This is an optimization exercise on Yosys and OpenROAD, whose aim is small area, a short achievable clock period and few clock cycles, not a production implementation.
The RTL was checked by simulation tests, not by an equivalence proof against the original design.
Power and IR drop assume default switching activity.

===== flow/config.mk =====
export PLATFORM = sky130hd
export DESIGN_NAME = mcv_cal
export DESIGN_NICKNAME = mcv_cal
export VERILOG_FILES = /design/flow/design.v
export SDC_FILE = /design/flow/constraint.sdc
export NUM_CORES = 4
export LEC_CHECK = 0
export CAP_MARGIN = 20
export CORE_MARGIN = 2
export CORE_UTILIZATION = 40
export SLEW_MARGIN = 20

===== flow/constraint.sdc =====
create_clock -name core_clock -period 12.0 [get_ports {clk}]
set_input_delay 2.4000 -clock core_clock [delete_from_list [all_inputs] [get_ports {clk}]]
set_output_delay 2.4000 -clock core_clock [all_outputs]
set_load 0.01 [all_outputs]

===== flow/design.v =====
module mcv_mul (
    input  wire [17:0] x,
    input  wire [15:0] g,      
    input  wire [7:0]  bo,     
    input  wire [7:0]  bt,     
    input  wire [7:0]  bn,     
    output wire [34:0] ra,
    output wire [34:0] rb
);
    wire w0 = ((x[0] & bo[0]) | (1'b0 & bt[0])) ^ bn[0];
    wire w1 = ((x[1] & bo[0]) | (x[0] & bt[0])) ^ bn[0];
    wire w2 = ((x[2] & bo[0]) | (x[1] & bt[0])) ^ bn[0];
    wire w3 = ((x[3] & bo[0]) | (x[2] & bt[0])) ^ bn[0];
    wire w4 = ((x[4] & bo[0]) | (x[3] & bt[0])) ^ bn[0];
    wire w5 = ((x[5] & bo[0]) | (x[4] & bt[0])) ^ bn[0];
    wire w6 = ((x[6] & bo[0]) | (x[5] & bt[0])) ^ bn[0];
    wire w7 = ((x[7] & bo[0]) | (x[6] & bt[0])) ^ bn[0];
    wire w8 = ((x[8] & bo[0]) | (x[7] & bt[0])) ^ bn[0];
    wire w9 = ((x[9] & bo[0]) | (x[8] & bt[0])) ^ bn[0];
    wire w10 = ((x[10] & bo[0]) | (x[9] & bt[0])) ^ bn[0];
    wire w11 = ((x[11] & bo[0]) | (x[10] & bt[0])) ^ bn[0];
    wire w12 = ((x[12] & bo[0]) | (x[11] & bt[0])) ^ bn[0];
    wire w13 = ((x[13] & bo[0]) | (x[12] & bt[0])) ^ bn[0];
    wire w14 = ((x[14] & bo[0]) | (x[13] & bt[0])) ^ bn[0];
    wire w15 = ((x[15] & bo[0]) | (x[14] & bt[0])) ^ bn[0];
    wire w16 = ((x[16] & bo[0]) | (x[15] & bt[0])) ^ bn[0];
    wire w17 = ((x[17] & bo[0]) | (x[16] & bt[0])) ^ bn[0];
    wire w18 = ((x[17] & bo[0]) | (x[17] & bt[0])) ^ bn[0];
    wire w19 = ~w18;
    wire w20 = ((x[0] & bo[1]) | (1'b0 & bt[1])) ^ bn[1];
    wire w21 = ((x[1] & bo[1]) | (x[0] & bt[1])) ^ bn[1];
    wire w22 = ((x[2] & bo[1]) | (x[1] & bt[1])) ^ bn[1];
    wire w23 = ((x[3] & bo[1]) | (x[2] & bt[1])) ^ bn[1];
    wire w24 = ((x[4] & bo[1]) | (x[3] & bt[1])) ^ bn[1];
    wire w25 = ((x[5] & bo[1]) | (x[4] & bt[1])) ^ bn[1];
    wire w26 = ((x[6] & bo[1]) | (x[5] & bt[1])) ^ bn[1];
    wire w27 = ((x[7] & bo[1]) | (x[6] & bt[1])) ^ bn[1];
    wire w28 = ((x[8] & bo[1]) | (x[7] & bt[1])) ^ bn[1];
    wire w29 = ((x[9] & bo[1]) | (x[8] & bt[1])) ^ bn[1];
    wire w30 = ((x[10] & bo[1]) | (x[9] & bt[1])) ^ bn[1];
    wire w31 = ((x[11] & bo[1]) | (x[10] & bt[1])) ^ bn[1];
    wire w32 = ((x[12] & bo[1]) | (x[11] & bt[1])) ^ bn[1];
    wire w33 = ((x[13] & bo[1]) | (x[12] & bt[1])) ^ bn[1];
    wire w34 = ((x[14] & bo[1]) | (x[13] & bt[1])) ^ bn[1];
    wire w35 = ((x[15] & bo[1]) | (x[14] & bt[1])) ^ bn[1];
    wire w36 = ((x[16] & bo[1]) | (x[15] & bt[1])) ^ bn[1];
    wire w37 = ((x[17] & bo[1]) | (x[16] & bt[1])) ^ bn[1];
    wire w38 = ((x[17] & bo[1]) | (x[17] & bt[1])) ^ bn[1];
    wire w39 = ~w38;
    wire w40 = ((x[0] & bo[2]) | (1'b0 & bt[2])) ^ bn[2];
    wire w41 = ((x[1] & bo[2]) | (x[0] & bt[2])) ^ bn[2];
    wire w42 = ((x[2] & bo[2]) | (x[1] & bt[2])) ^ bn[2];
    wire w43 = ((x[3] & bo[2]) | (x[2] & bt[2])) ^ bn[2];
    wire w44 = ((x[4] & bo[2]) | (x[3] & bt[2])) ^ bn[2];
    wire w45 = ((x[5] & bo[2]) | (x[4] & bt[2])) ^ bn[2];
    wire w46 = ((x[6] & bo[2]) | (x[5] & bt[2])) ^ bn[2];
    wire w47 = ((x[7] & bo[2]) | (x[6] & bt[2])) ^ bn[2];
    wire w48 = ((x[8] & bo[2]) | (x[7] & bt[2])) ^ bn[2];
    wire w49 = ((x[9] & bo[2]) | (x[8] & bt[2])) ^ bn[2];
    wire w50 = ((x[10] & bo[2]) | (x[9] & bt[2])) ^ bn[2];
    wire w51 = ((x[11] & bo[2]) | (x[10] & bt[2])) ^ bn[2];
    wire w52 = ((x[12] & bo[2]) | (x[11] & bt[2])) ^ bn[2];
    wire w53 = ((x[13] & bo[2]) | (x[12] & bt[2])) ^ bn[2];
    wire w54 = ((x[14] & bo[2]) | (x[13] & bt[2])) ^ bn[2];
    wire w55 = ((x[15] & bo[2]) | (x[14] & bt[2])) ^ bn[2];
    wire w56 = ((x[16] & bo[2]) | (x[15] & bt[2])) ^ bn[2];
    wire w57 = ((x[17] & bo[2]) | (x[16] & bt[2])) ^ bn[2];
    wire w58 = ((x[17] & bo[2]) | (x[17] & bt[2])) ^ bn[2];
    wire w59 = ~w58;
    wire w60 = ((x[0] & bo[3]) | (1'b0 & bt[3])) ^ bn[3];
    wire w61 = ((x[1] & bo[3]) | (x[0] & bt[3])) ^ bn[3];
    wire w62 = ((x[2] & bo[3]) | (x[1] & bt[3])) ^ bn[3];
    wire w63 = ((x[3] & bo[3]) | (x[2] & bt[3])) ^ bn[3];
    wire w64 = ((x[4] & bo[3]) | (x[3] & bt[3])) ^ bn[3];
    wire w65 = ((x[5] & bo[3]) | (x[4] & bt[3])) ^ bn[3];
    wire w66 = ((x[6] & bo[3]) | (x[5] & bt[3])) ^ bn[3];
    wire w67 = ((x[7] & bo[3]) | (x[6] & bt[3])) ^ bn[3];
    wire w68 = ((x[8] & bo[3]) | (x[7] & bt[3])) ^ bn[3];
    wire w69 = ((x[9] & bo[3]) | (x[8] & bt[3])) ^ bn[3];
    wire w70 = ((x[10] & bo[3]) | (x[9] & bt[3])) ^ bn[3];
    wire w71 = ((x[11] & bo[3]) | (x[10] & bt[3])) ^ bn[3];
    wire w72 = ((x[12] & bo[3]) | (x[11] & bt[3])) ^ bn[3];
    wire w73 = ((x[13] & bo[3]) | (x[12] & bt[3])) ^ bn[3];
    wire w74 = ((x[14] & bo[3]) | (x[13] & bt[3])) ^ bn[3];
    wire w75 = ((x[15] & bo[3]) | (x[14] & bt[3])) ^ bn[3];
    wire w76 = ((x[16] & bo[3]) | (x[15] & bt[3])) ^ bn[3];
    wire w77 = ((x[17] & bo[3]) | (x[16] & bt[3])) ^ bn[3];
    wire w78 = ((x[17] & bo[3]) | (x[17] & bt[3])) ^ bn[3];
    wire w79 = ~w78;
    wire w80 = ((x[0] & bo[4]) | (1'b0 & bt[4])) ^ bn[4];
    wire w81 = ((x[1] & bo[4]) | (x[0] & bt[4])) ^ bn[4];
    wire w82 = ((x[2] & bo[4]) | (x[1] & bt[4])) ^ bn[4];
    wire w83 = ((x[3] & bo[4]) | (x[2] & bt[4])) ^ bn[4];
    wire w84 = ((x[4] & bo[4]) | (x[3] & bt[4])) ^ bn[4];
    wire w85 = ((x[5] & bo[4]) | (x[4] & bt[4])) ^ bn[4];
    wire w86 = ((x[6] & bo[4]) | (x[5] & bt[4])) ^ bn[4];
    wire w87 = ((x[7] & bo[4]) | (x[6] & bt[4])) ^ bn[4];
    wire w88 = ((x[8] & bo[4]) | (x[7] & bt[4])) ^ bn[4];
    wire w89 = ((x[9] & bo[4]) | (x[8] & bt[4])) ^ bn[4];
    wire w90 = ((x[10] & bo[4]) | (x[9] & bt[4])) ^ bn[4];
    wire w91 = ((x[11] & bo[4]) | (x[10] & bt[4])) ^ bn[4];
    wire w92 = ((x[12] & bo[4]) | (x[11] & bt[4])) ^ bn[4];
    wire w93 = ((x[13] & bo[4]) | (x[12] & bt[4])) ^ bn[4];
    wire w94 = ((x[14] & bo[4]) | (x[13] & bt[4])) ^ bn[4];
    wire w95 = ((x[15] & bo[4]) | (x[14] & bt[4])) ^ bn[4];
    wire w96 = ((x[16] & bo[4]) | (x[15] & bt[4])) ^ bn[4];
    wire w97 = ((x[17] & bo[4]) | (x[16] & bt[4])) ^ bn[4];
    wire w98 = ((x[17] & bo[4]) | (x[17] & bt[4])) ^ bn[4];
    wire w99 = ~w98;
    wire w100 = ((x[0] & bo[5]) | (1'b0 & bt[5])) ^ bn[5];
    wire w101 = ((x[1] & bo[5]) | (x[0] & bt[5])) ^ bn[5];
    wire w102 = ((x[2] & bo[5]) | (x[1] & bt[5])) ^ bn[5];
    wire w103 = ((x[3] & bo[5]) | (x[2] & bt[5])) ^ bn[5];
    wire w104 = ((x[4] & bo[5]) | (x[3] & bt[5])) ^ bn[5];
    wire w105 = ((x[5] & bo[5]) | (x[4] & bt[5])) ^ bn[5];
    wire w106 = ((x[6] & bo[5]) | (x[5] & bt[5])) ^ bn[5];
    wire w107 = ((x[7] & bo[5]) | (x[6] & bt[5])) ^ bn[5];
    wire w108 = ((x[8] & bo[5]) | (x[7] & bt[5])) ^ bn[5];
    wire w109 = ((x[9] & bo[5]) | (x[8] & bt[5])) ^ bn[5];
    wire w110 = ((x[10] & bo[5]) | (x[9] & bt[5])) ^ bn[5];
    wire w111 = ((x[11] & bo[5]) | (x[10] & bt[5])) ^ bn[5];
    wire w112 = ((x[12] & bo[5]) | (x[11] & bt[5])) ^ bn[5];
    wire w113 = ((x[13] & bo[5]) | (x[12] & bt[5])) ^ bn[5];
    wire w114 = ((x[14] & bo[5]) | (x[13] & bt[5])) ^ bn[5];
    wire w115 = ((x[15] & bo[5]) | (x[14] & bt[5])) ^ bn[5];
    wire w116 = ((x[16] & bo[5]) | (x[15] & bt[5])) ^ bn[5];
    wire w117 = ((x[17] & bo[5]) | (x[16] & bt[5])) ^ bn[5];
    wire w118 = ((x[17] & bo[5]) | (x[17] & bt[5])) ^ bn[5];
    wire w119 = ~w118;
    wire w120 = ((x[0] & bo[6]) | (1'b0 & bt[6])) ^ bn[6];
    wire w121 = ((x[1] & bo[6]) | (x[0] & bt[6])) ^ bn[6];
    wire w122 = ((x[2] & bo[6]) | (x[1] & bt[6])) ^ bn[6];
    wire w123 = ((x[3] & bo[6]) | (x[2] & bt[6])) ^ bn[6];
    wire w124 = ((x[4] & bo[6]) | (x[3] & bt[6])) ^ bn[6];
    wire w125 = ((x[5] & bo[6]) | (x[4] & bt[6])) ^ bn[6];
    wire w126 = ((x[6] & bo[6]) | (x[5] & bt[6])) ^ bn[6];
    wire w127 = ((x[7] & bo[6]) | (x[6] & bt[6])) ^ bn[6];
    wire w128 = ((x[8] & bo[6]) | (x[7] & bt[6])) ^ bn[6];
    wire w129 = ((x[9] & bo[6]) | (x[8] & bt[6])) ^ bn[6];
    wire w130 = ((x[10] & bo[6]) | (x[9] & bt[6])) ^ bn[6];
    wire w131 = ((x[11] & bo[6]) | (x[10] & bt[6])) ^ bn[6];
    wire w132 = ((x[12] & bo[6]) | (x[11] & bt[6])) ^ bn[6];
    wire w133 = ((x[13] & bo[6]) | (x[12] & bt[6])) ^ bn[6];
    wire w134 = ((x[14] & bo[6]) | (x[13] & bt[6])) ^ bn[6];
    wire w135 = ((x[15] & bo[6]) | (x[14] & bt[6])) ^ bn[6];
    wire w136 = ((x[16] & bo[6]) | (x[15] & bt[6])) ^ bn[6];
    wire w137 = ((x[17] & bo[6]) | (x[16] & bt[6])) ^ bn[6];
    wire w138 = ((x[17] & bo[6]) | (x[17] & bt[6])) ^ bn[6];
    wire w139 = ~w138;
    wire w140 = ((x[0] & bo[7]) | (1'b0 & bt[7])) ^ bn[7];
    wire w141 = ((x[1] & bo[7]) | (x[0] & bt[7])) ^ bn[7];
    wire w142 = ((x[2] & bo[7]) | (x[1] & bt[7])) ^ bn[7];
    wire w143 = ((x[3] & bo[7]) | (x[2] & bt[7])) ^ bn[7];
    wire w144 = ((x[4] & bo[7]) | (x[3] & bt[7])) ^ bn[7];
    wire w145 = ((x[5] & bo[7]) | (x[4] & bt[7])) ^ bn[7];
    wire w146 = ((x[6] & bo[7]) | (x[5] & bt[7])) ^ bn[7];
    wire w147 = ((x[7] & bo[7]) | (x[6] & bt[7])) ^ bn[7];
    wire w148 = ((x[8] & bo[7]) | (x[7] & bt[7])) ^ bn[7];
    wire w149 = ((x[9] & bo[7]) | (x[8] & bt[7])) ^ bn[7];
    wire w150 = ((x[10] & bo[7]) | (x[9] & bt[7])) ^ bn[7];
    wire w151 = ((x[11] & bo[7]) | (x[10] & bt[7])) ^ bn[7];
    wire w152 = ((x[12] & bo[7]) | (x[11] & bt[7])) ^ bn[7];
    wire w153 = ((x[13] & bo[7]) | (x[12] & bt[7])) ^ bn[7];
    wire w154 = ((x[14] & bo[7]) | (x[13] & bt[7])) ^ bn[7];
    wire w155 = ((x[15] & bo[7]) | (x[14] & bt[7])) ^ bn[7];
    wire w156 = ((x[16] & bo[7]) | (x[15] & bt[7])) ^ bn[7];
    wire w157 = ((x[17] & bo[7]) | (x[16] & bt[7])) ^ bn[7];
    wire w158 = ((x[17] & bo[7]) | (x[17] & bt[7])) ^ bn[7];
    wire w159 = ~w158;
    wire w160 = g[15] & x[0];
    wire w161 = g[15] & x[1];
    wire w162 = g[15] & x[2];
    wire w163 = g[15] & x[3];
    wire w164 = g[15] & x[4];
    wire w165 = g[15] & x[5];
    wire w166 = g[15] & x[6];
    wire w167 = g[15] & x[7];
    wire w168 = g[15] & x[8];
    wire w169 = g[15] & x[9];
    wire w170 = g[15] & x[10];
    wire w171 = g[15] & x[11];
    wire w172 = g[15] & x[12];
    wire w173 = g[15] & x[13];
    wire w174 = g[15] & x[14];
    wire w175 = g[15] & x[15];
    wire w176 = g[15] & x[16];
    wire w177 = ~(g[15] & x[17]);
    wire w178 = w10 ^ w28;
    wire w179 = w10 & w28;
    wire w180 = w11 ^ w29;
    wire w181 = w11 & w29;
    wire w182 = w12 ^ w30 ^ w48;
    wire w183 = (w12 & w30) | (w12 & w48) | (w30 & w48);
    wire w184 = w66 ^ w84;
    wire w185 = w66 & w84;
    wire w186 = w13 ^ w31 ^ w49;
    wire w187 = (w13 & w31) | (w13 & w49) | (w31 & w49);
    wire w188 = w67 ^ w85;
    wire w189 = w67 & w85;
    wire w190 = w14 ^ w32 ^ w50;
    wire w191 = (w14 & w32) | (w14 & w50) | (w32 & w50);
    wire w192 = w68 ^ w86 ^ w104;
    wire w193 = (w68 & w86) | (w68 & w104) | (w86 & w104);
    wire w194 = w122 ^ w140;
    wire w195 = w122 & w140;
    wire w196 = w15 ^ w33 ^ w51;
    wire w197 = (w15 & w33) | (w15 & w51) | (w33 & w51);
    wire w198 = w69 ^ w87 ^ w105;
    wire w199 = (w69 & w87) | (w69 & w105) | (w87 & w105);
    wire w200 = w123 ^ w141;
    wire w201 = w123 & w141;
    wire w202 = w16 ^ w34 ^ w52;
    wire w203 = (w16 & w34) | (w16 & w52) | (w34 & w52);
    wire w204 = w70 ^ w88 ^ w106;
    wire w205 = (w70 & w88) | (w70 & w106) | (w88 & w106);
    wire w206 = w124 ^ w142 ^ w160;
    wire w207 = (w124 & w142) | (w124 & w160) | (w142 & w160);
    wire w208 = w17 ^ w35 ^ w53;
    wire w209 = (w17 & w35) | (w17 & w53) | (w35 & w53);
    wire w210 = w71 ^ w89 ^ w107;
    wire w211 = (w71 & w89) | (w71 & w107) | (w89 & w107);
    wire w212 = w125 ^ w143 ^ w161;
    wire w213 = (w125 & w143) | (w125 & w161) | (w143 & w161);
    wire w214 = w19 ^ w36 ^ w54;
    wire w215 = (w19 & w36) | (w19 & w54) | (w36 & w54);
    wire w216 = w72 ^ w90 ^ w108;
    wire w217 = (w72 & w90) | (w72 & w108) | (w90 & w108);
    wire w218 = w126 ^ w144 ^ w162;
    wire w219 = (w126 & w144) | (w126 & w162) | (w144 & w162);
    wire w220 = w37 ^ w55 ^ w73;
    wire w221 = (w37 & w55) | (w37 & w73) | (w55 & w73);
    wire w222 = w91 ^ w109 ^ w127;
    wire w223 = (w91 & w109) | (w91 & w127) | (w109 & w127);
    wire w224 = w145 ^ w163;
    wire w225 = w145 & w163;
    wire w226 = w39 ^ w56 ^ w74;
    wire w227 = (w39 & w56) | (w39 & w74) | (w56 & w74);
    wire w228 = w92 ^ w110 ^ w128;
    wire w229 = (w92 & w110) | (w92 & w128) | (w110 & w128);
    wire w230 = w146 ^ w164 ^ 1'b1;
    wire w231 = (w146 & w164) | (w146 & 1'b1) | (w164 & 1'b1);
    wire w232 = w57 ^ w75 ^ w93;
    wire w233 = (w57 & w75) | (w57 & w93) | (w75 & w93);
    wire w234 = w111 ^ w129 ^ w147;
    wire w235 = (w111 & w129) | (w111 & w147) | (w129 & w147);
    wire w236 = w165 ^ 1'b1;
    wire w237 = w165 & 1'b1;
    wire w238 = w59 ^ w76 ^ w94;
    wire w239 = (w59 & w76) | (w59 & w94) | (w76 & w94);
    wire w240 = w112 ^ w130 ^ w148;
    wire w241 = (w112 & w130) | (w112 & w148) | (w130 & w148);
    wire w242 = w77 ^ w95 ^ w113;
    wire w243 = (w77 & w95) | (w77 & w113) | (w95 & w113);
    wire w244 = w131 ^ w149;
    wire w245 = w131 & w149;
    wire w246 = w79 ^ w96 ^ w114;
    wire w247 = (w79 & w96) | (w79 & w114) | (w96 & w114);
    wire w248 = w97 ^ w115;
    wire w249 = w97 & w115;
    wire w250 = w6 ^ w24;
    wire w251 = w6 & w24;
    wire w252 = w7 ^ w25;
    wire w253 = w7 & w25;
    wire w254 = w8 ^ w26 ^ w44;
    wire w255 = (w8 & w26) | (w8 & w44) | (w26 & w44);
    wire w256 = w62 ^ w80;
    wire w257 = w62 & w80;
    wire w258 = w9 ^ w27 ^ w45;
    wire w259 = (w9 & w27) | (w9 & w45) | (w27 & w45);
    wire w260 = w63 ^ w81;
    wire w261 = w63 & w81;
    wire w262 = w178 ^ w46 ^ w64;
    wire w263 = (w178 & w46) | (w178 & w64) | (w46 & w64);
    wire w264 = w82 ^ w100 ^ bn[5];
    wire w265 = (w82 & w100) | (w82 & bn[5]) | (w100 & bn[5]);
    wire w266 = w179 ^ w180 ^ w47;
    wire w267 = (w179 & w180) | (w179 & w47) | (w180 & w47);
    wire w268 = w65 ^ w83 ^ w101;
    wire w269 = (w65 & w83) | (w65 & w101) | (w83 & w101);
    wire w270 = w181 ^ w182 ^ w184;
    wire w271 = (w181 & w182) | (w181 & w184) | (w182 & w184);
    wire w272 = w102 ^ w120 ^ bn[6];
    wire w273 = (w102 & w120) | (w102 & bn[6]) | (w120 & bn[6]);
    wire w274 = w183 ^ w185 ^ w186;
    wire w275 = (w183 & w185) | (w183 & w186) | (w185 & w186);
    wire w276 = w188 ^ w103 ^ w121;
    wire w277 = (w188 & w103) | (w188 & w121) | (w103 & w121);
    wire w278 = w187 ^ w189 ^ w190;
    wire w279 = (w187 & w189) | (w187 & w190) | (w189 & w190);
    wire w280 = w192 ^ w194 ^ bn[7];
    wire w281 = (w192 & w194) | (w192 & bn[7]) | (w194 & bn[7]);
    wire w282 = w191 ^ w193 ^ w195;
    wire w283 = (w191 & w193) | (w191 & w195) | (w193 & w195);
    wire w284 = w196 ^ w198 ^ w200;
    wire w285 = (w196 & w198) | (w196 & w200) | (w198 & w200);
    wire w286 = w197 ^ w199 ^ w201;
    wire w287 = (w197 & w199) | (w197 & w201) | (w199 & w201);
    wire w288 = w202 ^ w204 ^ w206;
    wire w289 = (w202 & w204) | (w202 & w206) | (w204 & w206);
    wire w290 = w203 ^ w205 ^ w207;
    wire w291 = (w203 & w205) | (w203 & w207) | (w205 & w207);
    wire w292 = w208 ^ w210 ^ w212;
    wire w293 = (w208 & w210) | (w208 & w212) | (w210 & w212);
    wire w294 = w209 ^ w211 ^ w213;
    wire w295 = (w209 & w211) | (w209 & w213) | (w211 & w213);
    wire w296 = w214 ^ w216 ^ w218;
    wire w297 = (w214 & w216) | (w214 & w218) | (w216 & w218);
    wire w298 = w215 ^ w217 ^ w219;
    wire w299 = (w215 & w217) | (w215 & w219) | (w217 & w219);
    wire w300 = w220 ^ w222 ^ w224;
    wire w301 = (w220 & w222) | (w220 & w224) | (w222 & w224);
    wire w302 = w221 ^ w223 ^ w225;
    wire w303 = (w221 & w223) | (w221 & w225) | (w223 & w225);
    wire w304 = w226 ^ w228 ^ w230;
    wire w305 = (w226 & w228) | (w226 & w230) | (w228 & w230);
    wire w306 = w227 ^ w229 ^ w231;
    wire w307 = (w227 & w229) | (w227 & w231) | (w229 & w231);
    wire w308 = w232 ^ w234 ^ w236;
    wire w309 = (w232 & w234) | (w232 & w236) | (w234 & w236);
    wire w310 = w233 ^ w235 ^ w237;
    wire w311 = (w233 & w235) | (w233 & w237) | (w235 & w237);
    wire w312 = w238 ^ w240 ^ w166;
    wire w313 = (w238 & w240) | (w238 & w166) | (w240 & w166);
    wire w314 = w239 ^ w241 ^ w242;
    wire w315 = (w239 & w241) | (w239 & w242) | (w241 & w242);
    wire w316 = w244 ^ w167 ^ 1'b1;
    wire w317 = (w244 & w167) | (w244 & 1'b1) | (w167 & 1'b1);
    wire w318 = w243 ^ w245 ^ w246;
    wire w319 = (w243 & w245) | (w243 & w246) | (w245 & w246);
    wire w320 = w132 ^ w150 ^ w168;
    wire w321 = (w132 & w150) | (w132 & w168) | (w150 & w168);
    wire w322 = w247 ^ w248 ^ w133;
    wire w323 = (w247 & w248) | (w247 & w133) | (w248 & w133);
    wire w324 = w151 ^ w169 ^ 1'b1;
    wire w325 = (w151 & w169) | (w151 & 1'b1) | (w169 & 1'b1);
    wire w326 = w249 ^ w99 ^ w116;
    wire w327 = (w249 & w99) | (w249 & w116) | (w99 & w116);
    wire w328 = w134 ^ w152 ^ w170;
    wire w329 = (w134 & w152) | (w134 & w170) | (w152 & w170);
    wire w330 = w117 ^ w135 ^ w153;
    wire w331 = (w117 & w135) | (w117 & w153) | (w135 & w153);
    wire w332 = w171 ^ 1'b1;
    wire w333 = w171 & 1'b1;
    wire w334 = w119 ^ w136 ^ w154;
    wire w335 = (w119 & w136) | (w119 & w154) | (w136 & w154);
    wire w336 = w137 ^ w155;
    wire w337 = w137 & w155;
    wire w338 = w4 ^ w22;
    wire w339 = w4 & w22;
    wire w340 = w5 ^ w23;
    wire w341 = w5 & w23;
    wire w342 = w250 ^ w42 ^ w60;
    wire w343 = (w250 & w42) | (w250 & w60) | (w42 & w60);
    wire w344 = w251 ^ w252 ^ w43;
    wire w345 = (w251 & w252) | (w251 & w43) | (w252 & w43);
    wire w346 = w253 ^ w254 ^ w256;
    wire w347 = (w253 & w254) | (w253 & w256) | (w254 & w256);
    wire w348 = w255 ^ w257 ^ w258;
    wire w349 = (w255 & w257) | (w255 & w258) | (w257 & w258);
    wire w350 = w259 ^ w261 ^ w262;
    wire w351 = (w259 & w261) | (w259 & w262) | (w261 & w262);
    wire w352 = w263 ^ w265 ^ w266;
    wire w353 = (w263 & w265) | (w263 & w266) | (w265 & w266);
    wire w354 = w267 ^ w269 ^ w270;
    wire w355 = (w267 & w269) | (w267 & w270) | (w269 & w270);
    wire w356 = w271 ^ w273 ^ w274;
    wire w357 = (w271 & w273) | (w271 & w274) | (w273 & w274);
    wire w358 = w275 ^ w277 ^ w278;
    wire w359 = (w275 & w277) | (w275 & w278) | (w277 & w278);
    wire w360 = w279 ^ w281 ^ w282;
    wire w361 = (w279 & w281) | (w279 & w282) | (w281 & w282);
    wire w362 = w283 ^ w285 ^ w286;
    wire w363 = (w283 & w285) | (w283 & w286) | (w285 & w286);
    wire w364 = w287 ^ w289 ^ w290;
    wire w365 = (w287 & w289) | (w287 & w290) | (w289 & w290);
    wire w366 = w291 ^ w293 ^ w294;
    wire w367 = (w291 & w293) | (w291 & w294) | (w293 & w294);
    wire w368 = w295 ^ w297 ^ w298;
    wire w369 = (w295 & w297) | (w295 & w298) | (w297 & w298);
    wire w370 = w299 ^ w301 ^ w302;
    wire w371 = (w299 & w301) | (w299 & w302) | (w301 & w302);
    wire w372 = w303 ^ w305 ^ w306;
    wire w373 = (w303 & w305) | (w303 & w306) | (w305 & w306);
    wire w374 = w307 ^ w309 ^ w310;
    wire w375 = (w307 & w309) | (w307 & w310) | (w309 & w310);
    wire w376 = w311 ^ w313 ^ w314;
    wire w377 = (w311 & w313) | (w311 & w314) | (w313 & w314);
    wire w378 = w315 ^ w317 ^ w318;
    wire w379 = (w315 & w317) | (w315 & w318) | (w317 & w318);
    wire w380 = w319 ^ w321 ^ w322;
    wire w381 = (w319 & w321) | (w319 & w322) | (w321 & w322);
    wire w382 = w323 ^ w325 ^ w326;
    wire w383 = (w323 & w325) | (w323 & w326) | (w325 & w326);
    wire w384 = w327 ^ w329 ^ w330;
    wire w385 = (w327 & w329) | (w327 & w330) | (w329 & w330);
    wire w386 = w331 ^ w333 ^ w334;
    wire w387 = (w331 & w333) | (w331 & w334) | (w333 & w334);
    wire w388 = w335 ^ w336 ^ w173;
    wire w389 = (w335 & w336) | (w335 & w173) | (w336 & w173);
    wire w390 = w337 ^ w139 ^ w156;
    wire w391 = (w337 & w139) | (w337 & w156) | (w139 & w156);
    wire w392 = w157 ^ w175;
    wire w393 = w157 & w175;
    wire w394 = w2 ^ w20;
    wire w395 = w2 & w20;
    wire w396 = w3 ^ w21;
    wire w397 = w3 & w21;
    wire w398 = w338 ^ w40 ^ bn[2];
    wire w399 = (w338 & w40) | (w338 & bn[2]) | (w40 & bn[2]);
    wire w400 = w339 ^ w340 ^ w41;
    wire w401 = (w339 & w340) | (w339 & w41) | (w340 & w41);
    wire w402 = w341 ^ w342 ^ bn[3];
    wire w403 = (w341 & w342) | (w341 & bn[3]) | (w342 & bn[3]);
    wire w404 = w343 ^ w344 ^ w61;
    wire w405 = (w343 & w344) | (w343 & w61) | (w344 & w61);
    wire w406 = w345 ^ w346 ^ bn[4];
    wire w407 = (w345 & w346) | (w345 & bn[4]) | (w346 & bn[4]);
    wire w408 = w347 ^ w348 ^ w260;
    wire w409 = (w347 & w348) | (w347 & w260) | (w348 & w260);
    wire w410 = w349 ^ w350 ^ w264;
    wire w411 = (w349 & w350) | (w349 & w264) | (w350 & w264);
    wire w412 = w351 ^ w352 ^ w268;
    wire w413 = (w351 & w352) | (w351 & w268) | (w352 & w268);
    wire w414 = w353 ^ w354 ^ w272;
    wire w415 = (w353 & w354) | (w353 & w272) | (w354 & w272);
    wire w416 = w355 ^ w356 ^ w276;
    wire w417 = (w355 & w356) | (w355 & w276) | (w356 & w276);
    wire w418 = w357 ^ w358 ^ w280;
    wire w419 = (w357 & w358) | (w357 & w280) | (w358 & w280);
    wire w420 = w359 ^ w360 ^ w284;
    wire w421 = (w359 & w360) | (w359 & w284) | (w360 & w284);
    wire w422 = w361 ^ w362 ^ w288;
    wire w423 = (w361 & w362) | (w361 & w288) | (w362 & w288);
    wire w424 = w363 ^ w364 ^ w292;
    wire w425 = (w363 & w364) | (w363 & w292) | (w364 & w292);
    wire w426 = w365 ^ w366 ^ w296;
    wire w427 = (w365 & w366) | (w365 & w296) | (w366 & w296);
    wire w428 = w367 ^ w368 ^ w300;
    wire w429 = (w367 & w368) | (w367 & w300) | (w368 & w300);
    wire w430 = w369 ^ w370 ^ w304;
    wire w431 = (w369 & w370) | (w369 & w304) | (w370 & w304);
    wire w432 = w371 ^ w372 ^ w308;
    wire w433 = (w371 & w372) | (w371 & w308) | (w372 & w308);
    wire w434 = w373 ^ w374 ^ w312;
    wire w435 = (w373 & w374) | (w373 & w312) | (w374 & w312);
    wire w436 = w375 ^ w376 ^ w316;
    wire w437 = (w375 & w376) | (w375 & w316) | (w376 & w316);
    wire w438 = w377 ^ w378 ^ w320;
    wire w439 = (w377 & w378) | (w377 & w320) | (w378 & w320);
    wire w440 = w379 ^ w380 ^ w324;
    wire w441 = (w379 & w380) | (w379 & w324) | (w380 & w324);
    wire w442 = w381 ^ w382 ^ w328;
    wire w443 = (w381 & w382) | (w381 & w328) | (w382 & w328);
    wire w444 = w383 ^ w384 ^ w332;
    wire w445 = (w383 & w384) | (w383 & w332) | (w384 & w332);
    wire w446 = w385 ^ w386 ^ w172;
    wire w447 = (w385 & w386) | (w385 & w172) | (w386 & w172);
    wire w448 = w387 ^ w388 ^ 1'b1;
    wire w449 = (w387 & w388) | (w387 & 1'b1) | (w388 & 1'b1);
    wire w450 = w389 ^ w390 ^ w174;
    wire w451 = (w389 & w390) | (w389 & w174) | (w390 & w174);
    wire w452 = w391 ^ w392 ^ 1'b1;
    wire w453 = (w391 & w392) | (w391 & 1'b1) | (w392 & 1'b1);
    wire w454 = w393 ^ w159 ^ w176;
    wire w455 = (w393 & w159) | (w393 & w176) | (w159 & w176);
    assign ra = {1'b1, w455, w453, w451, w449, w447, w445, w443, w441, w439, w437, w435, w433, w431, w429, w427, w425, w423, w421, w419, w417, w415, w413, w411, w409, w407, w405, w403, w401, w399, w397, w395, w394, w1, w0};
    assign rb = {1'b0, w177, w454, w452, w450, w448, w446, w444, w442, w440, w438, w436, w434, w432, w430, w428, w426, w424, w422, w420, w418, w416, w414, w412, w410, w408, w406, w404, w402, w400, w398, w396, bn[1], 1'b0, bn[0]};
endmodule
module mcv_add12 (
    input  wire [11:0] a,
    input  wire [11:0] b,
    output wire [12:0] s
);
    wire [11:0] p = a ^ b;
    wire g0_1 = (a[1] & b[1]) | (p[1] & (a[0] & b[0]));
    wire q0_1 = p[1] & p[0];
    wire g0_3 = (a[3] & b[3]) | (p[3] & (a[2] & b[2]));
    wire q0_3 = p[3] & p[2];
    wire g0_5 = (a[5] & b[5]) | (p[5] & (a[4] & b[4]));
    wire q0_5 = p[5] & p[4];
    wire g0_7 = (a[7] & b[7]) | (p[7] & (a[6] & b[6]));
    wire q0_7 = p[7] & p[6];
    wire g0_9 = (a[9] & b[9]) | (p[9] & (a[8] & b[8]));
    wire q0_9 = p[9] & p[8];
    wire g0_11 = (a[11] & b[11]) | (p[11] & (a[10] & b[10]));
    wire q0_11 = p[11] & p[10];
    wire g1_2 = (a[2] & b[2]) | (p[2] & g0_1);
    wire q1_2 = p[2] & q0_1;
    wire g1_3 = g0_3 | (q0_3 & g0_1);
    wire q1_3 = q0_3 & q0_1;
    wire g1_6 = (a[6] & b[6]) | (p[6] & g0_5);
    wire q1_6 = p[6] & q0_5;
    wire g1_7 = g0_7 | (q0_7 & g0_5);
    wire q1_7 = q0_7 & q0_5;
    wire g1_10 = (a[10] & b[10]) | (p[10] & g0_9);
    wire q1_10 = p[10] & q0_9;
    wire g1_11 = g0_11 | (q0_11 & g0_9);
    wire q1_11 = q0_11 & q0_9;
    wire g2_4 = (a[4] & b[4]) | (p[4] & g1_3);
    wire q2_4 = p[4] & q1_3;
    wire g2_5 = g0_5 | (q0_5 & g1_3);
    wire q2_5 = q0_5 & q1_3;
    wire g2_6 = g1_6 | (q1_6 & g1_3);
    wire q2_6 = q1_6 & q1_3;
    wire g2_7 = g1_7 | (q1_7 & g1_3);
    wire q2_7 = q1_7 & q1_3;
    wire g3_8 = (a[8] & b[8]) | (p[8] & g2_7);
    wire q3_8 = p[8] & q2_7;
    wire g3_9 = g0_9 | (q0_9 & g2_7);
    wire q3_9 = q0_9 & q2_7;
    wire g3_10 = g1_10 | (q1_10 & g2_7);
    wire q3_10 = q1_10 & q2_7;
    wire g3_11 = g1_11 | (q1_11 & g2_7);
    wire q3_11 = q1_11 & q2_7;
    assign s = {g3_11, p[11] ^ g3_10, p[10] ^ g3_9, p[9] ^ g3_8, p[8] ^ g2_7, p[7] ^ g2_6, p[6] ^ g2_5, p[5] ^ g2_4, p[4] ^ g1_3, p[3] ^ g1_2, p[2] ^ g0_1, p[1] ^ (a[0] & b[0]), p[0]};
endmodule
module mcv_cal (
    input  wire        clk,
    input  wire        rst,
    input  wire        s_valid,
    output wire        s_ready,
    input  wire [1:0]  s_op,       
    input  wire [2:0]  s_conv,
    input  wire [27:0] s_data,
    output reg         o_valid,
    output reg         o_kind,     
    output reg  [2:0]  o_conv,
    output reg  [11:0] o_raw,
    output reg         o_clamp,
    output reg         o_ok,
    output reg  [15:0] o_gain,
    output reg  [11:0] o_offset
);
    localparam OP_MEAS    = 2'd0;
    localparam OP_CAL     = 2'd1;
    localparam OP_RESTART = 2'd2;
    localparam OP_LOAD    = 2'd3;
    integer i;
    reg        busy;             
    reg        rdy;              
    assign s_ready = rdy;
    reg [11:0] cal_off  [0:7];
    reg [15:0] cal_gain [0:7];
    reg [5:0]  cal_cnt  [0:7];
    reg [16:0] sum_lo   [0:7];
    reg [16:0] sum_hi   [0:7];
    reg [7:0]  ld;
    reg [7:0]  em;
    reg [7:0]  hv;
    reg [7:0]  lt;
    reg [7:0]  ld_nx, em_nx, hv_nx, lt_nx;      
    reg        a_v;
    reg [1:0]  a_op;
    reg [2:0]  a_conv;
    reg [27:0] a_data;
    reg [7:0]  a_sc;             
    reg [7:0]  a_sx;             
    reg [7:0]  a_sm;             
    reg        a_md;             
    reg [7:0]  a_gc;             
    reg [7:0]  a_gh;             
    wire [7:0] s_dec  = 8'd1 << s_conv;
    wire       s_take = s_valid & rdy;
    wire       s_meas = s_op == OP_MEAS;
    wire       s_cal  = s_op == OP_CAL;
    wire       s_last = s_take & s_cal & |(s_dec & lt_nx);
    always @(posedge clk) begin
        a_v    <= s_take & ~rst;
        a_op   <= s_op;
        a_conv <= s_conv;
        a_data <= s_data;
        a_sc   <= s_cal   ? s_dec : 8'd0;
        a_sx   <= s_op[1] ? s_dec : 8'd0;
        a_sm   <= s_meas  ? (s_dec & ld_nx) : 8'd0;
        a_md   <= s_meas & ~|(s_dec & ld_nx);
        a_gc   <= s_cal   ? (s_dec & ~em_nx) : 8'd0;
        a_gh   <= s_cal   ? (s_dec & hv_nx) : 8'd0;
    end
    wire        go     = a_v;
    wire [11:0] a_u    = a_data[11:0];
    reg  [11:0] r_off;
    reg  [15:0] r_gain;
    reg  [5:0]  r_cnt;
    reg  [16:0] r_lo, r_hi;
    always @(*) begin
        r_off = 12'd0; r_gain = {a_md, 15'd0};
        r_cnt = 6'd0; r_lo = 17'd0; r_hi = 17'd0;
        for (i = 0; i < 8; i = i + 1) begin
            r_off   = r_off   | ({12{a_sm[i]}} & cal_off[i]);
            r_gain  = r_gain  | ({16{a_sm[i]}} & cal_gain[i]);
            r_cnt   = r_cnt   | ({6{a_gc[i]}}  & cal_cnt[i]);
            r_lo    = r_lo    | ({17{a_gc[i]}} & sum_lo[i]);
            r_hi    = r_hi    | ({17{a_gh[i]}} & sum_hi[i]);
        end
    end
    wire        c_odd  = r_cnt[0];                          
    wire [5:0]  c_cnt1 = r_cnt + 6'd1;
    wire [12:0] c_lo12, c_hi12;
    mcv_add12 u_alo (.a(r_lo[11:0]), .b(a_u), .s(c_lo12));
    mcv_add12 u_ahi (.a(r_hi[11:0]), .b(a_u), .s(c_hi12));
    wire [4:0]  c_lo5  = r_lo[16:12] + 5'd1;
    wire [4:0]  c_hi5  = r_hi[16:12] + 5'd1;
    wire [16:0] c_lo   = {c_lo12[12] ? c_lo5 : r_lo[16:12], c_lo12[11:0]};
    wire [16:0] c_hi   = {c_hi12[12] ? c_hi5 : r_hi[16:12], c_hi12[11:0]};
    wire do_cal  = go & (a_op == OP_CAL);      
    wire do_lo   = do_cal & ~c_odd;
    wire do_hi   = do_cal & c_odd;             
    wire do_last = do_cal & |(a_sc & lt);      
    wire do_rst  = go & (a_op == OP_RESTART);  
    wire do_load = go & (a_op == OP_LOAD);     
    reg [17:0] dv_d;
    reg [16:0] dv_r;
    reg [3:0]  dv_ro;
    reg [4:0]  dv_n;
    reg        dv_okm;           
    reg [7:0]  dv_sel;
    reg [5:0]  dv_km;            
    reg [15:0] dv_qg;            
    reg [11:0] dv_qo;            
    wire [2:0] dv_conv = {|dv_sel[7:4], dv_sel[7] | dv_sel[6] | dv_sel[3] | dv_sel[2],
                          dv_sel[7] | dv_sel[5] | dv_sel[3] | dv_sel[1]};
    wire        dv_k1   = (dv_n == 5'd0);
    wire [17:0] k_d     = dv_d - {1'b0, dv_r};
    wire [17:0] k_l     = k_d + 18'h6666;
    wire [21:0] k_m     = {2'b00, dv_r, 3'b000} - {4'd0, dv_d} + 22'd28679;
    wire [17:0] g_t   = {dv_r, dv_qg[15]};
    wire [18:0] g_s   = {1'b0, g_t} - {1'b0, dv_d};
    wire        g_q   = ~g_s[18];
    wire [15:0] g_nxt = {dv_qg[14:0], g_q};
    wire [4:0]  f_t   = {dv_ro, dv_qo[11]};
    wire        f_q   = (f_t >= 5'd14);
    wire        f_on  = (dv_n >= 5'd5);
    wire [11:0] f_nxt = {dv_qo[10:0], f_q ^ (dv_n == 5'd5)};
    wire        dv_last = (dv_n == 5'd16);
    wire        dv_wr   = busy & dv_last & dv_okm;
    reg        m_v;
    reg [2:0]  m_conv;
    reg [17:0] m_x;
    reg        m_g15;
    reg [7:0]  m_bo, m_bt, m_bn;     
    reg        p_v;
    reg [2:0]  p_conv;
    reg [22:0] p_a;
    reg [22:0] p_b;
    reg        p_c;
    wire [34:0] m_ra, m_rb;
    mcv_mul u_mul (.x(m_x), .g({m_g15, 15'd0}), .bo(m_bo), .bt(m_bt), .bn(m_bn),
                   .ra(m_ra), .rb(m_rb));
    wire [16:0] r_gx = {r_gain, 1'b0};
    reg  [7:0]  r_bo, r_bt, r_bn;
    always @(*) begin
        for (i = 0; i < 8; i = i + 1) begin
            r_bo[i] = r_gx[2*i+1] ^ r_gx[2*i];
            r_bt[i] = (r_gx[2*i+2] & ~r_gx[2*i+1] & ~r_gx[2*i]) |
                      (~r_gx[2*i+2] & r_gx[2*i+1] & r_gx[2*i]);
            r_bn[i] = r_gx[2*i+2] & ~(r_gx[2*i+1] & r_gx[2*i]);
        end
    end
    wire [12:0] m_lo  = {1'b0, m_ra[11:0]} + {1'b0, m_rb[11:0]};
    wire [22:0] q_up  = p_a + p_b + {22'd0, p_c};       
    wire [16:0] q_hi  = q_up[22:6];                     
    wire        m_neg = q_hi[16];
    wire        m_big = ~q_hi[16] & (q_hi[15:13] != 3'd0);
    always @(*) begin
        for (i = 0; i < 8; i = i + 1) begin
            ld_nx[i] = ld[i] | (do_load & a_sx[i]) | (dv_wr & dv_sel[i]);
            em_nx[i] = ((do_lo & a_sc[i]) ? 1'b0 : em[i]) |
                       (do_last & a_sc[i]) | (do_rst & a_sx[i]);
            hv_nx[i] = ((do_hi & a_sc[i]) | hv[i]) &
                       ~((do_last & a_sc[i]) | (do_rst & a_sx[i]));
            lt_nx[i] = ((do_cal & a_sc[i]) ? (c_cnt1 == 6'd63) : lt[i]) &
                       ~((do_last & a_sc[i]) | (do_rst & a_sx[i]));
            if (rst) begin
                ld_nx[i] = 1'b0;
                em_nx[i] = 1'b1;
                hv_nx[i] = 1'b0;
                lt_nx[i] = 1'b0;
            end
        end
    end
    always @(posedge clk) begin
        m_conv <= a_conv;
        m_x    <= {2'b00, a_u, 4'b0000} - {{6{r_off[11]}}, r_off};
        m_g15  <= r_gain[15];
        m_bo   <= r_bo;
        m_bt   <= r_bt;
        m_bn   <= r_bn;
        p_conv <= m_conv;
        p_a    <= m_ra[34:12];
        p_b    <= m_rb[34:12];
        p_c    <= m_lo[12];
        for (i = 0; i < 8; i = i + 1) begin
            if (do_lo & a_sc[i]) begin
                sum_lo[i]  <= c_lo;
                cal_cnt[i] <= c_cnt1;
            end
            if (do_hi & a_sc[i]) begin
                sum_hi[i]  <= c_hi;
                cal_cnt[i] <= c_cnt1;
            end
            if (busy ? (dv_wr & dv_sel[i]) : (do_load & a_sx[i])) begin
                cal_off[i]  <= busy ? f_nxt : a_data[11:0];
                cal_gain[i] <= busy ? g_nxt : a_data[27:12];
            end
        end
        if (!busy) begin
            dv_d    <= {1'b0, c_hi};
            dv_r    <= r_lo;
            dv_sel  <= a_sc;
            dv_n    <= 5'd0;
        end else begin
            dv_n <= dv_n + 5'd1;
            if (dv_k1) begin
                dv_d     <= k_d;
                dv_r     <= 17'h0B333;
                dv_qg    <= k_l[16:1];
                dv_ro    <= k_m[15:12];
                dv_qo    <= k_m[11:0];
                dv_km    <= k_m[21:16];
            end else begin
                if (dv_n == 5'd1)
                    dv_okm <= (dv_km == 6'd0) && ({dv_ro, dv_qo} >= 16'd21504) &&
                              ({dv_ro, dv_qo} <= 16'd35853) &&
                              (dv_d >= 18'd89077) && (dv_d <= 18'd94589);
                dv_r   <= g_q ? g_s[16:0] : g_t[16:0];
                dv_qg  <= g_nxt;
                if (f_on) begin
                    dv_ro <= f_q ? (f_t - 5'd14) : f_t[3:0];
                    dv_qo <= f_nxt;
                end
            end
        end
        o_kind  <= ~p_v;
        o_conv  <= p_v ? p_conv : dv_conv;
        o_raw   <= m_neg ? 12'd0 : (m_big ? 12'd4095 : q_hi[12:1]);
        o_clamp <= m_neg | m_big;
        o_ok    <= dv_okm;
        o_gain  <= g_nxt;
        o_offset <= f_nxt;
        ld <= ld_nx;
        em <= em_nx;
        hv <= hv_nx;
        lt <= lt_nx;
        if (rst) begin
            busy    <= 1'b0;
            rdy     <= 1'b1;
            m_v     <= 1'b0;
            p_v     <= 1'b0;
            o_valid <= 1'b0;
        end else begin
            m_v     <= go & (a_op == OP_MEAS);
            p_v     <= m_v;
            o_valid <= p_v | (busy & dv_last);
            if (s_last)
                rdy <= 1'b0;
            else if (busy & (dv_n == 5'd15))
                rdy <= 1'b1;
            if (do_last)
                busy <= 1'b1;
            else if (busy & dv_last)
                busy <= 1'b0;
        end
    end
endmodule

===== flow/flow/run.sh =====
#!/bin/bash
# The standard layout (standard.sh: the standard synthesis and the ORFS
# steps with the standard flow's config.mk and constraint.sdc, unchanged), with two
# changes to how ORFS builds it:
# - repair_timing is asked to leave more setup slack than the default, so
#   that it also shortens paths that already meet the design's clock period;
# - the buffers that ORFS puts on every input and output port are buf_4
#   cells instead of the slow delay cells it picks by default.
set -euo pipefail
bash standard.sh SETUP_SLACK_MARGIN=8 \
    "BUFFER_PORTS_ARGS=-buffer_cell sky130_fd_sc_hd__buf_4" finish > run_make.log 2>&1

===== flow/standard.sh =====
#!/bin/bash
# synth_recipe.tcl (not shown) runs the flow's synth.tcl, then flattens the netlist and writes it again
# the make line also repeats each setting of config.mk as NAME=value (left out here)
make -C /OpenROAD-flow-scripts/flow DESIGN_CONFIG=/design/flow/config.mk WORK_HOME=/design/flow/orfs CLKGATE_MAP_FILE= SYNTH_SCRIPT=/design/flow/synth_recipe.tcl "${@:-finish}"

==> impl_metrics.json, run 1 <==
{
  "rsz0062_at_grt": "false",
  "multi_input_area_um2": 16430,
  "synthFlopType": "edfxtp_1",
  "routed_via_density": 5.563,
  "tightestPinTransition_ns": 1.150,
  "p_leak_nw": 17.11,
  "mostFrequentLayoutCells": "edfxtp_1, a22oi_1, dfxtp_1",
  "hold_end": "p_conv[2]",
  "cts_sinks": 883,
  "syn2layout_area_growth_pct": 13.56,
  "avgSynthCellArea_um2": 12.27,
  "worstSkewPairLatency_ns": 0.70,
  "grt_use_met1": 0.2901,
  "drive_gt1_frac": 0.1100,
  "p_seq_frac": 0.483,
  "clkPwrFrac": 0.455,
  "hold_violations": 0,
  "cp_top_family": "flip-flops",
  "syn_area_um2": 41730,
  "path_max_fanout": 1,
  "synth_largest_area_cell": "edfxtp_1",
  "gp_congestion": 0.9090,
  "synth.distinct_cells": 86,
  "dp_cells": 4731,
  "cts_root_buffer": "clkbuf_16",
  "grt_busiest_layer": "met2",
  "yosysSeqAreaShare": 0.5694,
  "design.die.area_um2": 106900,
  "finalSetupViolCount": 0,
  "relSlewSlack": 0.2331,
  "row_count": 118,
  "rrSetupSlack_ns": 8.25,
  "regArea_um2": 23780,
  "power_density_nw_per_um2": 147.3,
  "drtIter0Drc": 2614,
  "p_comb_frac": 0.062,
  "ant_nets": 0,
  "syn_inst": 3401,
  "finalCriticalPeriod_ns": 3.816,
  "cts_tree": "done",
  "min_from": "m_conv[2]",
  "synth_top_area_share": 0.4375,
  "crit_slowest_cell": "dfxtp_1",
  "finalPower_mw": 6.982,
  "grt_pass1_wl_mm": 170.4,
  "crit_chain": "buf_4",
  "final_cells": 4918,
  "max_cap_viol_count": 0,
  "tns_ns": 0,
  "first_pass_iters": 6,
  "reg2reg_depth": 12,
  "antenna_found_initial": 6,
  "status": "complete, no violations",
  "fin_nets": 3774,
  "core_region_area_um2": 103500,
  "drcViolationCount": 0,
  "hold_depth": 0,
  "cts.path.max_buffers": 3,
  "final_common_cell": "edfxtp_1",
  "die_h_um": 327.0,
  "grt_max_degree": 61,
  "synthTopCellsByArea": "edfxtp_1, dfxtp_1, a22oi_1, fa_1, ha_1",
  "post_dp_cell_area_um2": 43830,
  "place_hpwl_mm": 73.60,
  "path_buf_inv": 1,
  "synth_edf_count": 608,
  "critPathMaxStageDelay_ns": 0.52,
  "switchingPower_mw": 1.585,
  "initial_core_util": 0.4032,
  "p_int_mw": 5.396,
  "hp-class": "reg -> reg",
  "fin_skew_ns": 0.04844,
  "met3_usage": 0.03664,
  "grtUsageMet2": 0.3372,
  "r2r_end": "p_c",
  "mappedNetlistNets": 3721,
  "grt_pass1_vias": 27550,
  "wl_per_cell_um": 22.72,
  "ios": 84,
  "postLayoutCellArea_um2": 47390,
  "synth_seq_cells": 883,
  "totalWireLength_mm": 111.7,
  "grt_overflow": 0,
  "fmax_ghz": 0.2621,
  "crit_type": "reg -> out",
  "track_usage": 0.2084,
  "cts_buffers": 95,
  "fin_crit_sh": 0.3180,
  "worstPathRequired_ns": 9.60,
  "rr_startpoint": "m_bo[0]",
  "critPathArrivalTime_ns": 1.42,
  "port_buffers": 83,
  "start_kind": "register",
  "maxSlewViolCount": 0,
  "path_clk_slew_ns": 0.06,
  "startpoint": "o_gain[0]",
  "vdd_drop_max_mv": 0.1329,
  "cts_max_level": 3,
  "p_sw_frac": 0.2271,
  "vias": 27360,
  "die_w_um": 327.0,
  "async_flop_share": 0,
  "end_kind": "primary output",
  "n_fill_cell": 9324,
  "synth.yosys.warnings": 6
}
==> worst max path at each step <==
stage / to / slack, ns / cells past startpoint
after floorplan: p_c / 8.08 / 13
after global placement: dv_d[16] / 8.05 / 15
after detailed placement: dv_d[16] / 7.98 / 15
after CTS: sum_lo[1][16] / 8.02 / 15
after global routing: dv_r[2] / 8.01 / 13
final: o_gain[0] / 8.18 / 1
==> kinds of logic after synthesis <==
kind of cell	synth area share
buf+inv	0.04002
fa+ha+maj	0.1067
flops	0.5694
simple gates	0.07732
compound gates	0.1393
mux	0.01013
xor+xnor	0.05708
==> state kept, by name, indices dropped and copies added, names as in the netlist, 17 cells and up <==
| signal | count |
|---|---|
| p_b | 22 |
| dv_d | 18 |
| cal_off | 96 |
| sum_lo | 136 |
| p_a | 22 |
| cal_cnt | 48 |
| a_data | 28 |
| m_x | 18 |
| cal_gain | 128 |
| dv_r | 17 |
| sum_hi | 136 |
==> synth_stat cells (all sizes together) (5+ instances only) <==
cell type  count
edfxtp       608
a22oi        408
dfxtp        275
inv          255
xnor2        183
nand2        178
nor2         175
ha           164
clkbuf       159
fa           120
o21ai        113
a21oi        109
xor2          89
nand4         62
nand3         49
a21o          34
nor3          34
mux2          31
and2          28
buf           27
nor2b         26
nand2b        21
o21a          20
a31oi         19
and4          18
a221oi        17
and3          16
nor4          12
a22o          11
o211ai        10
o31ai          9
a21boi         7
mux2i          7
o22ai          7
or3            7
a211oi         6
o21bai         6
o22a           6
or2            6
nor3b          5
o2bb2ai        5
==> worst register-to-register path, delay by kind of cell, from the launching register on <==
family	cells	cell delay (ns)
adders and majority gates	5	2.15
DFF	1	0.67
AOI/OAI and AO/OA	4	0.56
xor gates and xnor gates	1	0.17
buffers and inverters	2	0.10
==> power by group through the flow <==
| stage | Sequential, mW | Combinational (mW) | Clock (mW) |
|---|---|---|---|
| 5_1_grt | 3.38 | 0.492 | 3.35 |
| 2_1_floorplan | 3.41 | 0.314 | 0 |
| 6_report | 3.37 | 0.435 | 3.17 |
| 4_1_cts | 3.37 | 0.436 | 3.23 |
| 3_5_place_dp | 3.44 | 0.433 | 0 |
| 3_3_place_gp | 3.44 | 0.429 | 0 |
==> timing repair <==
| item | 4_1_cts | 5_1_grt |
|---|---|---|
| endpoints found under the hold margin | 0 | 0 |
| cloned | 0 | 0 |
| pin swaps | 0 | 3 |
| hold buffers | 0 | 0 |
| buffers inserted | 0 | 5 |
| setup endpoints to repair | 11 | 57 |
| resized for setup | 3 | 16 |
==> routing by layer <==
layer,wire [um],vias to the layer above
li1,-,12580
met1,49580,13730
met2,51910,889
met3,7809,156
met4,2413,2
met5,10,-
==> per-stage QoR <==
stage	utilization	hold slack (ns)	worst slack [ns]
3_3_place_gp	0.4235	0.3116	8.047
6_report	0.4579	0.3258	8.184
3_5_place_dp	0.4235	0.3121	7.983
2_1_floorplan	-	0.3096	8.077
4_1_cts	0.4566	0.3256	8.020
5_1_grt	0.4579	0.3320	8.009
==> cell type report <==
cell class | count | share of cell area
Sequential cell | 883 | 0.5017
Multi-Input combinational cell | 2076 | 0.3467
Clock buffer | 121 | 0.05507
Tap cell | 1380 | 0.03643
Timing Repair Buffer | 142 | 0.02276
Inverter | 256 | 0.02028
Clock inverter | 59 | 0.01706
Antenna cell | 1 | 0.00005280
Testbench counts, summed over its fixed seeds: cycles 19,150.
==> inputs of run 2 (changes only) <==
--- a/flow/flow/run.sh
+++ b/flow/flow/run.sh
@@ -7,5 +7,5 @@
 # - the buffers that ORFS puts on every input and output port are buf_4
 #   cells instead of the slow delay cells it picks by default.
 set -euo pipefail
-bash standard.sh SETUP_SLACK_MARGIN=8 \
+bash standard.sh SETUP_SLACK_MARGIN=8.8 \
     "BUFFER_PORTS_ARGS=-buffer_cell sky130_fd_sc_hd__buf_4" finish > run_make.log 2>&1
==> run 2 against run 1 <==
Still clean on timing, DRC and antenna; worst setup slack better by 0.23 ns; routed wire length is 3.8% higher; design area is 6.3% higher; clock power is 7.9% lower; critical path type unchanged; largest cell class unchanged; largest power group unchanged.
==> impl_metrics.json, run 2 <==
{
  "critPathMaxStageDelay_ns": 0.39,
  "grt_pass1_wl_mm": 172.9,
  "finalCriticalPeriod_ns": 3.582,
  "synthTopCellsByCount": "edfxtp_1, a22oi_1, dfxtp_1, inv_1, xnor2_1",
  "mostFrequentLayoutCells": "edfxtp_1, a22oi_1, inv_1",
  "tns_ns": 0,
  "synthTopCellsByArea": "edfxtp_1, dfxtp_1, a22oi_1, fa_1, ha_1",
  "yosysSeqAreaShare": 0.5694,
  "hp-class": "reg -> reg",
  "antenna_found_initial": 6,
  "port_buffers": 83,
  "fin_skew_ns": 0.02952,
  "hold_violations": 0,
  "grt_pass1_vias": 27800,
  "synth_top_area_share": 0.4375,
  "synth_seq_cells": 883,
  "grt_max_degree": 72,
  "n_antenna_cell": 0,
  "async_flop_share": 0,
  "muxShareOfSynthArea": 0.01013,
  "first_pass_iters": 6,
  "maxSlewViolCount": 0,
  "die_h_um": 327.0,
  "path_buf_inv": 1,
  "utilization": 0.4869,
  "avgSynthCellArea_um2": 12.27,
  "synthFlopType": "edfxtp_1",
  "path_max_fanout": 1,
  "top_regs": "sum_hi: 136 flops, sum_lo: 136 flops, cal_gain: 128 flops",
  "drtIter0Drc": 2451,
  "cts.path.max_buffers": 3,
  "critPathArrivalTime_ns": 1.18,
  "status": "complete, no violations",
  "cts_tree": "done",
  "drive_gt1_frac": 0.2166,
  "cts_sinks": 883,
  "initial_core_util": 0.4032,
  "die_w_um": 327.0,
  "synth.distinct_cells": 86,
  "worstSkewPairLatency_ns": 0.68,
  "setup_slack_ns": 8.418,
  "grt_overflow": 0,
  "crit_slowest_cell": "dfxtp_4",
  "end_kind": "primary output",
  "fmax_ghz": 0.2792,
  "cts_root_buffer": "clkbuf_16",
  "path_clk_slew_ns": 0.06,
  "ant_nets": 0,
  "syn_inst": 3401,
  "dpl_worst_slack_ns": 8.053,
  "ios": 84,
  "synth_edf_count": 608,
  "finalSetupViolCount": 0,
  "row_count": 118,
  "track_usage": 0.2123,
  "worstPathRequired_ns": 9.60,
  "tightestPinTransition_ns": 1.107,
  "totalWireLength_mm": 116.0,
  "gp_congestion": 0.8893,
  "yosys.area_share.simple": 0.07732,
  "fin_nets": 3935,
  "mappedNetlistNets": 3721,
  "crit_chain": "buf_6",
  "wl_per_cell_um": 22.85,
  "cts_max_level": 3,
  "synth_xor_area_frac": 0.05708,
  "fin_crit_sh": 0.2985,
  "design.die.area_um2": 106900,
  "p_leak_nw": 18.32,
  "core_region_area_um2": 103500,
  "cp_top_family": "flip-flops",
  "yosysMostFrequentCell": "edfxtp_1",
  "synth_largest_area_cell": "edfxtp_1",
  "synth.yosys.warnings": 6,
  "synth_compound_area_frac": 0.1393,
  "vdd_drop_max_mv": 0.1415,
  "power_density_nw_per_um2": 135.2,
  "crit_type": "reg -> out",
  "cts_buffers": 93,
  "vias": 28420,
  "relSlewSlack": 0.2617,
  "synth_adder_area_share": 0.1067,
  "start_kind": "register",
  "drcViolationCount": 0,
  "syn2layout_area_growth_pct": 20.76,
  "routed_via_density": 5.600,
  "place_hpwl_mm": 72.47,
  "syn_area_um2": 41730,
  "rsz0062_at_grt": "true",
  "cts_hold_buf": 0,
  "synth_top_family_by_area": "compound AO/OA/AOI/OAI gates",
  "max_cap_viol_count": 0,
  "final_common_cell": "edfxtp_1"
}
-- run 2: logic make-up after synthesis --
logic type	Yosys count
buffers and inverters	442
AOI/OAI and AO/OA	830
DFF	883
adders and majority gates	284
xor gates and xnor gates	272
muxes	38
and+or+nand+nor	652
-- run 2: repair_timing --
item / CTS / global route
cloned: 6 / 3
setup buffers: 100 / 59
resized for setup: 271 / 196
pin swaps: 64 / 83
endpoints found under the setup margin: 470 / 276
-- run 2: worst paths after layout --
path                  start  cells past startpoint       endpoint  slack [ns]
setup reg to reg    a_gc[6]                     14  sum_lo[5][13]        8.51
setup / recovery  o_gain[0]                      1      o_gain[0]        8.42
hold reg to reg   a_conv[1]                      0      m_conv[1]        0.33
hold / removal    a_conv[1]                      0      m_conv[1]        0.33
-- run 2: cell type report --
class | instances | area, um2
clock inverter | 59 | 628.1
timing repair buffer | 304 | 3064
fill | 8960 | 53100
sequential | 883 | 23980
clock buffer | 115 | 2472
multi-input combinational | 2077 | 17560
inverter | 256 | 968.4
tap | 1380 | 1727
-- run 2: metrics by stage --
step / hold slack [ns] / instances / power (mW) / cell area (um2)
after detailed placement: 0.3121 / 4732 / 3.874 / 44020
after floorplan: 0.3096 / 3401 / 3.728 / 42210
after global routing: 0.3286 / 5074 / 7.038 / 50390
after CTS: 0.3258 / 5012 / 6.833 / 49120
after global placement: 0.3116 / 4731 / 3.869 / 44000
final: 0.3260 / 5074 / 6.814 / 50390
-- run 2: layer usage --
layer,wire length (um),vias to the layer above,GRT usage
met5,12,-,0
met2,54020,1024,0.3417
li1,-,12920,-
met3,7444,194,0.02985
met1,50780,14280,0.2957
met4,3702,2,0.07060
-- run 2: report_power, final --
part | total [mW] | switching (mW) | internal, mW
logic | 0.524 | 0.286 | 0.238
registers | 3.37 | 0.0559 | 3.31
clock network | 2.92 | 1.23 | 1.69
==> inputs of run 3 (changes only) <==
--- a/flow/flow/run.sh
+++ b/flow/flow/run.sh
@@ -7,5 +7,5 @@
 # - the buffers that ORFS puts on every input and output port are buf_4
 #   cells instead of the slow delay cells it picks by default.
 set -euo pipefail
-bash standard.sh SETUP_SLACK_MARGIN=8.8 \
+bash standard.sh SETUP_SLACK_MARGIN=8.5 \
     "BUFFER_PORTS_ARGS=-buffer_cell sky130_fd_sc_hd__buf_4" finish > run_make.log 2>&1
==> run 3 against run 2 <==
Still clean on timing, DRC and antenna; design area decreased by 3.3%; die area unchanged; via count shrank 2.5%; core utilization decreased by 1.6 points; clock skew rose by 0.035 ns; clock power hardly changed; synthesized cell count did not move; sequential cell count unchanged; worst hold slack got worse by 0.0010 ns; non-clock buffer count shrank 84; combinational power decreased by 9.5%; critical endpoint unchanged; highest routed layer is now met4.
==> impl_metrics.json, run 3 <==
{
  "initial_core_util": 0.4032,
  "syn2layout_area_growth_pct": 16.77,
  "path_max_fanout": 1,
  "cp_top_family": "flip-flops",
  "start_kind": "register",
  "routed_via_density": 5.550,
  "cts_root_buffer": "clkbuf_16",
  "finalCriticalPeriod_ns": 3.611,
  "fin_nets": 3850,
  "worstPathRequired_ns": 9.60,
  "crit_type": "reg -> out",
  "hp-class": "reg -> reg",
  "first_pass_iters": 6,
  "dp_cells": 4731,
  "avgSynthCellArea_um2": 12.27,
  "end_kind": "primary output",
  "setup_slack_ns": 8.389,
  "final_cells": 4990,
  "mostFrequentLayoutCells": "edfxtp_1, a22oi_1, inv_1",
  "critPathMaxStageDelay_ns": 0.40,
  "syn_area_um2": 41730,
  "row_count": 118,
  "async_flop_share": 0,
  "fin_crit_sh": 0.3009,
  "tns_ns": 0,
  "max_cap_viol_count": 0,
  "postLayoutCellArea_um2": 48730,
  "top_regs": "sum_hi: 136 flops, sum_lo: 136 flops, cal_gain: 128 flops",
  "synthFlopType": "edfxtp_1",
  "drive_gt1_frac": 0.1646,
  "finalPower_mw": 6.755,
  "yosysSeqAreaShare": 0.5694,
  "relSlewSlack": 0.3037,
  "power_density_nw_per_um2": 138.6,
  "final_common_cell": "edfxtp_1",
  "status": "complete, no violations",
  "die_w_um": 327.0,
  "syn_inst": 3401,
  "design.die.area_um2": 106900,
  "vias": 27700,
  "grt_pass1_wl_mm": 167.3,
  "synth_top_area_share": 0.4375,
  "synth.distinct_cells": 86,
  "cts_max_level": 3,
  "fin_skew_ns": 0.06403,
  "maxSlewViolCount": 0,
  "cts_tree": "done",
  "tightestPinTransition_ns": 1.044,
  "crit_slowest_cell": "dfxtp_4",
  "dpl_worst_slack_ns": 7.963,
  "cts_sinks": 883,
  "post_dp_cell_area_um2": 43860,
  "drcViolationCount": 0,
  "grt_overflow": 0,
  "crit_chain": "buf_6",
  "place_hpwl_mm": 72.85,
  "hold_violations": 0,
  "ios": 84,
  "worstSkewPairLatency_ns": 0.70,
  "cts_hold_buf": 0,
  "mappedNetlistNets": 3721,
  "grt_max_degree": 67,
  "synthTopCellsByArea": "edfxtp_1, dfxtp_1, a22oi_1, fa_1, ha_1",
  "port_buffers": 83,
  "core_region_area_um2": 103500,
  "synthTopCellsByCount": "edfxtp_1, a22oi_1, dfxtp_1, inv_1, xnor2_1",
  "finalSetupViolCount": 0,
  "track_usage": 0.2057,
  "synth_largest_area_cell": "edfxtp_1",
  "grt_pass1_vias": 26920,
  "synth_seq_cells": 883,
  "p_leak_nw": 17.63,
  "path_clk_slew_ns": 0.06,
  "path_buf_inv": 1,
  "ant_nets": 0,
  "rsz0062_at_grt": "true",
  "drtIter0Drc": 2598,
  "yosysMostFrequentCell": "edfxtp_1",
  "antenna_found_initial": 5,
  "cts_buffers": 93,
  "die_h_um": 327.0,
  "wl_per_cell_um": 22.66,
  "vdd_drop_max_mv": 0.1213,
  "synth_edf_count": 608,
  "gp_congestion": 0.9209,
  "fmax_ghz": 0.2769,
  "totalWireLength_mm": 113.1,
  "synth.yosys.warnings": 6,
  "cts.path.max_buffers": 3,
  "critPathArrivalTime_ns": 1.21
}
==> run 3: final timing paths <==
path,slack [ns],cells after the start,to,startpoint
max,8.39,1,o_gain[0],o_gain[0]
min,0.32,0,p_conv[1],m_conv[1]
max reg2reg,8.56,16,sum_lo[1][16],a_gc[0]
min reg2reg,0.32,0,p_conv[1],m_conv[1]
==> run 3: power breakdown <==
group          internal (mW)  leakage, nW  switching (mW)
Clock                   1.66         1.51            1.24
Combinational          0.213         8.52           0.261
Sequential              3.31         7.61          0.0654
Total                   5.19         17.6            1.56
==> run 3: cells by family (layout without fill, tap and decap cells) <==
kind of cell | after synthesis | after routing | synth area share
multiplexers | 38 | 38 | 0.01013
XOR/XNOR | 272 | 272 | 0.05708
adder cells (fa/ha/maj) | 284 | 284 | 0.1067
buffers and inverters | 442 | 650 | 0.04002
AND/OR/NAND/NOR | 652 | 652 | 0.07732
AO/OA/AOI/OAI | 830 | 830 | 0.1393
flip-flops | 883 | 883 | 0.5694
other | 0 | 1 | 0
==> run 3: what timing repair did <==
| action | CTS | global route |
|---|---|---|
| endpoints found under the hold margin | 0 | 0 |
| setup endpoints to repair | 280 | 263 |
| gates cloned | 0 | 8 |
| setup buffers | 14 | 61 |
| pin swaps | 9 | 39 |
| resized for setup | 165 | 122 |
==> run 3: final cells by class <==
class	count	area, um2
tap	1380	1727
sequential	883	23940
timing repair buffer	220	2163
clock inverter	53	549.3
fill	9176	54770
multi-input combinational	2076	16840
clock buffer	121	2546
antenna	1	2.502
inverter	256	962.2
==> run 3: stage by stage <==
step / utilization / hold WS, ns
global route: 0.4708 / 0.3324
finish: 0.4708 / 0.3250
CTS: 0.4594 / 0.3273
floorplan: - / 0.3096
global placement: 0.4237 / 0.3097
detailed placement: 0.4238 / 0.3135
==> run 3: routing by layer <==
metal | routed length (um) | up-vias | GRT usage
li1 | - | 12740 | -
met1 | 49990 | 13850 | 0.2843
met2 | 51660 | 949 | 0.3246
met3 | 7828 | 161 | 0.03809
met4 | 3575 | 0 | 0.07280
met5 | 0 | - | 0

-- re-timing with driven ports --
How much do the figures lean on ideal ports? The routed layouts below were timed once more, with nothing changed but the port constraints. Step 1 assumes that a clkbuf_16 drives the clock port and a buf_2 every other input. Step 2 moves the port delays by t, midway between the first and last clock arrival at a register: inputs arrive t later, outputs are due t later. That takes back most of the time a late clock gives input paths. Slacks: no drivers / after step 1 / after step 2; pairs: no drivers / after step 1.
run	t (ns)	setup WS [ns]	pins driven straight from the clock port
run 1	0.746	8.184 / 8.117 / 8.028	1
run 2	0.732	8.418 / 8.351 / 8.248	1
run 3	0.733	8.389 / 8.321 / 8.109	1
After both steps setup and hold are still met in every run listed. For run 3, which loses most, drivers alone change the setup slack by -0.068 ns; drivers and shift together by -0.280 ns.
